Source: an optimization exercise on an open RTL-to-GDS flow (aim: small area and few clock cycles per item). Production flows keep margins and buffers that such runs may drop.
In this exercise RTL edits were held to simulation tests only and were not proved equivalent to the original.

== old ==
// aes128_enc
module aes128_enc (
    input  wire         clk,
    input  wire         rst,         
    input  wire         start,
    input  wire [127:0] key,
    input  wire [127:0] block_in,
    output wire         ready,
    output reg          done,
    output wire [127:0] block_out
);
For scale: about 270 flip-flops, ~390 I/O pins.
Settings: LEC_CHECK=0, CAP_MARGIN=20, CELL_PAD_IN_SITES_DETAIL_PLACEMENT=0, CELL_PAD_IN_SITES_GLOBAL_PLACEMENT=1, CORE_MARGIN=2, CORE_UTILIZATION=50, CTS_BUF_LIST=sky130_fd_sc_hd__clkbuf_4 sky130_fd_sc_hd__clkbuf_8, SLEW_MARGIN=20; clock period 8.0 ns.
standard.sh (not shown) runs the stock make flow with config.mk's settings and CLKGATE_MAP_FILE= SYNTH_SCRIPT=/design/flow/synth_recipe.tcl, a recipe that flattens the netlist after the stock synthesis.
==> flow/flow/run.sh <==
#!/bin/bash
# Own layout flow: the standard flow (standard.sh) unchanged except for
# ABC's technology mapping in synthesis, which uses flow/abc_map.script
# (area-oriented mapping) in place of ORFS's speed script. Yosys's passes,
# register names, floorplan, placement, CTS, routing and finish are the
# standard flow's. Run in the standard flow's work folder: bash flow/run.sh
set -euo pipefail
W=$(pwd)
F=$W/flow

# Synthesis script: synth_recipe.tcl with the abc call's -script replaced.
{
  head -n 1 synth_recipe.tcl
  cat <<TCL
proc abc {args} {
  set i [lsearch -exact \$args -script]
  if {\$i >= 0} { lset args [expr {\$i + 1}] $F/abc_map.script }
  yosys abc {*}\$args
}
TCL
  tail -n +2 synth_recipe.tcl
} > my_synth.tcl

sed "s#$W/synth_recipe.tcl#$W/my_synth.tcl#g" standard.sh > my_standard.sh
grep -q "my_synth.tcl" my_standard.sh

# Port buffers: the smallest buffer instead of the one buffer_ports picks.
bash my_standard.sh BUFFER_PORTS_ARGS="-buffer_cell sky130_fd_sc_hd__buf_1" finish > flow_make.log 2>&1
==> flow/flow/abc_map.script <==
&get -n
&dch
&nf -R 1000
&put
Both conditions hold for old: the flow ran to the end and the final layout passed the timing, design-rule and antenna checks.
Testbench counts of old, summed over its fixed seeds: cycles 16,008, blocks 1,600.
#### Input delta (new over old)
Settings: CTS_BUF_LIST removed (was sky130_fd_sc_hd__clkbuf_4 sky130_fd_sc_hd__clkbuf_8); CELL_PAD_IN_SITES_GLOBAL_PLACEMENT changed from 1 to 4; CORE_UTILIZATION changed from 50 to 25; CELL_PAD_IN_SITES_DETAIL_PLACEMENT changed from 0 to 2.
==> flow/run.sh (new file) <==
#!/bin/bash
# synth_recipe.tcl (not shown) runs the flow's synth.tcl, then flattens the netlist and writes it again
# the make line also repeats each setting of config.mk as NAME=value (left out here)
make -C /OpenROAD-flow-scripts/flow DESIGN_CONFIG=/design/flow/config.mk WORK_HOME=/design/flow/orfs CLKGATE_MAP_FILE= SYNTH_SCRIPT=/design/flow/synth_recipe.tcl finish
removed: flow/flow/run.sh
removed: flow/flow/abc_map.script
removed: flow/standard.sh
--- outcome ---
new falls short of old in wire length of the first global-routing pass. new vs old, wire length went up by 220 mm. When new is set beside old, its synthesized cell count turns out to be about 90% larger. Share of the yosys chip area belonging to registers in new is 6.7 points lower than in old. When the final numbers for old and new were put side by side, the fraction of the core area covered by cells at the end of the flow turned out to be smaller in new.


Setup of run 1:
Another version of the RTL of aes128_enc (not shown whole).
Size: about 3900 cells after synthesis, roughly 270 flip-flops, ~33000 um^2 of cells after synthesis.
export LEC_CHECK = 0
export CAP_MARGIN = 20
export CELL_PAD_IN_SITES_DETAIL_PLACEMENT = 0
export CELL_PAD_IN_SITES_GLOBAL_PLACEMENT = 1
export CORE_MARGIN = 2
export CORE_UTILIZATION = 65
export CTS_BUF_LIST = sky130_fd_sc_hd__clkbuf_4 sky130_fd_sc_hd__clkbuf_8
export GPL_TIMING_DRIVEN = 0
export SLEW_MARGIN = 20
create_clock -name core_clock -period 8.0 [get_ports {clk}]
==> flow/flow/run.sh <==
#!/bin/bash
# Own layout flow: the standard flow (standard.sh) unchanged except for
# ABC's technology mapping in synthesis, which uses flow/abc_map.script
# (area-oriented mapping) in place of ORFS's speed script. Yosys's passes,
# register names, floorplan, placement, CTS, routing and finish are the
# standard flow's. Run in the standard flow's work folder: bash flow/run.sh
set -euo pipefail
W=$(pwd)
F=$W/flow

# Synthesis script: synth_recipe.tcl with the abc call's -script replaced.
{
  head -n 1 synth_recipe.tcl
  cat <<TCL
proc abc {args} {
  set i [lsearch -exact \$args -script]
  if {\$i >= 0} { lset args [expr {\$i + 1}] $F/abc_map.script }
  yosys abc {*}\$args
}
TCL
  tail -n +2 synth_recipe.tcl
} > my_synth.tcl

sed "s#$W/synth_recipe.tcl#$W/my_synth.tcl#g" standard.sh > my_standard.sh
grep -q "my_synth.tcl" my_standard.sh

bash my_standard.sh \
  ADDER_MAP_FILE= \
  BUFFER_PORTS_ARGS="-buffer_cell sky130_fd_sc_hd__buf_1" \
  CTS_ARGS="-sink_clustering_enable -repair_clock_nets -dont_use_dummy_load -sink_clustering_size 16 -sink_clustering_max_diameter 80 -buf_list {sky130_fd_sc_hd__clkbuf_4 sky130_fd_sc_hd__clkbuf_8}" \
  finish > flow_make.log 2>&1
==> flow/flow/abc_map.script <==
&get -n
&dch
&nf -R 1000
&put
Testbench counts of run 1, summed over its fixed seeds: cycles 16,008, blocks 1,600.
#### Input delta (run 2 over run 1)
- a deleted GPL_TIMING_DRIVEN that had been 0
-- flow/flow/run.sh --
<<< run 1, line 28
  ADDER_MAP_FILE= \
  BUFFER_PORTS_ARGS="-buffer_cell sky130_fd_sc_hd__buf_1" \
  CTS_ARGS="-sink_clustering_enable -repair_clock_nets -dont_use_dummy_load -sink_clustering_size 16 -sink_clustering_max_diameter 80 -buf_list {sky130_fd_sc_hd__clkbuf_4 sky130_fd_sc_hd__clkbuf_8}" \
  finish > flow_make.log 2>&1
>>> run 2, line 28
  ADDER_MAP_FILE= \
  BUFFER_PORTS_ARGS="-buffer_cell sky130_fd_sc_hd__buf_1" \
  CTS_ARGS="-sink_clustering_enable -repair_clock_nets -dont_use_dummy_load -buf_list {sky130_fd_sc_hd__clkbuf_4 sky130_fd_sc_hd__clkbuf_8}" \
  finish > flow_make.log 2>&1
### Flow results
- Run 2 vs. run 1: area of placed instances now larger; last weighted congestion value of the routability-driven placer comparable.
- Summary — post-layout worst setup margin, run 2 relative to run 1: higher, by 0.61 ns.
- Run 2 ended with every stage complete and zero timing, DRC or antenna violations.
- Run comparison: run 2 top metal layer carrying routed signals met4; run 1 top metal layer carrying routed signals met5
Inputs modified between run 2 and run 3:
-- flow/flow/run.sh --
<<< run 2, line 25
grep -q "my_synth.tcl" my_standard.sh

bash my_standard.sh \
  ADDER_MAP_FILE= \
  BUFFER_PORTS_ARGS="-buffer_cell sky130_fd_sc_hd__buf_1" \
  CTS_ARGS="-sink_clustering_enable -repair_clock_nets -dont_use_dummy_load -buf_list {sky130_fd_sc_hd__clkbuf_4 sky130_fd_sc_hd__clkbuf_8}" \
  finish > flow_make.log 2>&1
>>> run 3, line 25
grep -q "my_synth.tcl" my_standard.sh

# Port buffers: the smallest buffer instead of the one buffer_ports picks.
# No extraction of half adders before ABC (ADDER_MAP_FILE empty).
bash my_standard.sh ADDER_MAP_FILE= BUFFER_PORTS_ARGS="-buffer_cell sky130_fd_sc_hd__buf_1" finish > flow_make.log 2>&1
### Flow results
- Run 2: PASS, flow complete, no timing, DRC or antenna violations
- Run 3 closes out successfully: all stages finished, all timing, DRC and antenna checks passed.
- Run 2 → run 3: global-route usage rose 0.21 points, maximum frequency fell 0.37%, final count of hold timing violations about even, share of post-route cells with drive strength above 1 rose 0.91 points.
- Run 3 — total vias in the final route 0.61% higher, run 2 as reference
- Run 2 and run 3 ended up with nearly the same mean number of vias per cell.
- Going from run 2 to run 3, final critical path time including I/O delays and setup has increased; final-report setup violation count has remained practically unchanged.
- Against run 2, the final cell area of run 3 is higher.
- [run 3 vs run 2] tightest slew margin relative to the limit: lower in run 3
[inputs] run 4 vs run 3
-- flow/flow/run.sh --
<<< run 3, line 25
grep -q "my_synth.tcl" my_standard.sh

# Port buffers: the smallest buffer instead of the one buffer_ports picks.
# No extraction of half adders before ABC (ADDER_MAP_FILE empty).
bash my_standard.sh ADDER_MAP_FILE= BUFFER_PORTS_ARGS="-buffer_cell sky130_fd_sc_hd__buf_1" finish > flow_make.log 2>&1
>>> run 4, line 25
grep -q "my_synth.tcl" my_standard.sh

bash my_standard.sh \
  ADDER_MAP_FILE= \
  BUFFER_PORTS_ARGS="-buffer_cell sky130_fd_sc_hd__buf_1" \
  CTS_ARGS="-sink_clustering_enable -repair_clock_nets -dont_use_dummy_load -sink_clustering_size 16 -sink_clustering_max_diameter 80 -buf_list {sky130_fd_sc_hd__clkbuf_4 sky130_fd_sc_hd__clkbuf_8}" \
  finish > flow_make.log 2>&1
## What came out
- Critical path's slowest cell = sky130_fd_sc_hd__dfxtp_2: run 3; critical path's slowest cell = sky130_fd_sc_hd__xor2_1: run 4
- Run 3 has completed all stages; timing, DRC and antenna checks passed.
- Run 4 finished all stages; the layout is clean.
- [compare] base=run 3 new=run 4: total iterations of the first detailed-routing run essentially unchanged; via count decreased about 1.2%.
- Looking at worst endpoint required time, run 4 sits below run 3.
- Run 4 vs run 3, worst setup path startpoint: key[30] vs idle_q[7]

==> port drivers added, routing unchanged <==
Ports are ideal in the flow. The routed layouts listed here were re-timed in OpenROAD.
Step 1: set_driving_cell puts a clkbuf_16 on clk and a buf_2 on each other input, an assumption about the parent block.
Step 2 also shifts input and output timing later by t, the mid clock arrival at the registers, as if the neighbouring blocks saw the same clock.
a / b / c = ideal / step 1 / step 2; a / b = the first two.
run	t (ns)	slack for setup (ns)	latest minus earliest clock arrival (ns)	worst register clock-pin slew, ns
old	0.730	0.403 / 0.403 / 0.221	0.022 / 0.023	0.07 / 0.07
new	0.720	0.368 / 0.409 / -0.312	0.049 / 0.049	0.07 / 0.07
run 1	0.662	0.169 / 0.191 / -0.471	0.099 / 0.099	0.12 / 0.12
run 2	0.691	0.783 / 0.783 / 0.136	0.073 / 0.073	0.07 / 0.07
run 3	0.711	0.757 / 0.757 / 0.143	0.049 / 0.049	0.07 / 0.07
run 4	0.659	0.836 / 0.844 / 0.204	0.063 / 0.063	0.11 / 0.11
With both steps, setup timing fails in new and run 1, where it was met with ideal ports. For new, which loses most, drivers alone change the setup slack by +0.041 ns; drivers and shift together by -0.680 ns.
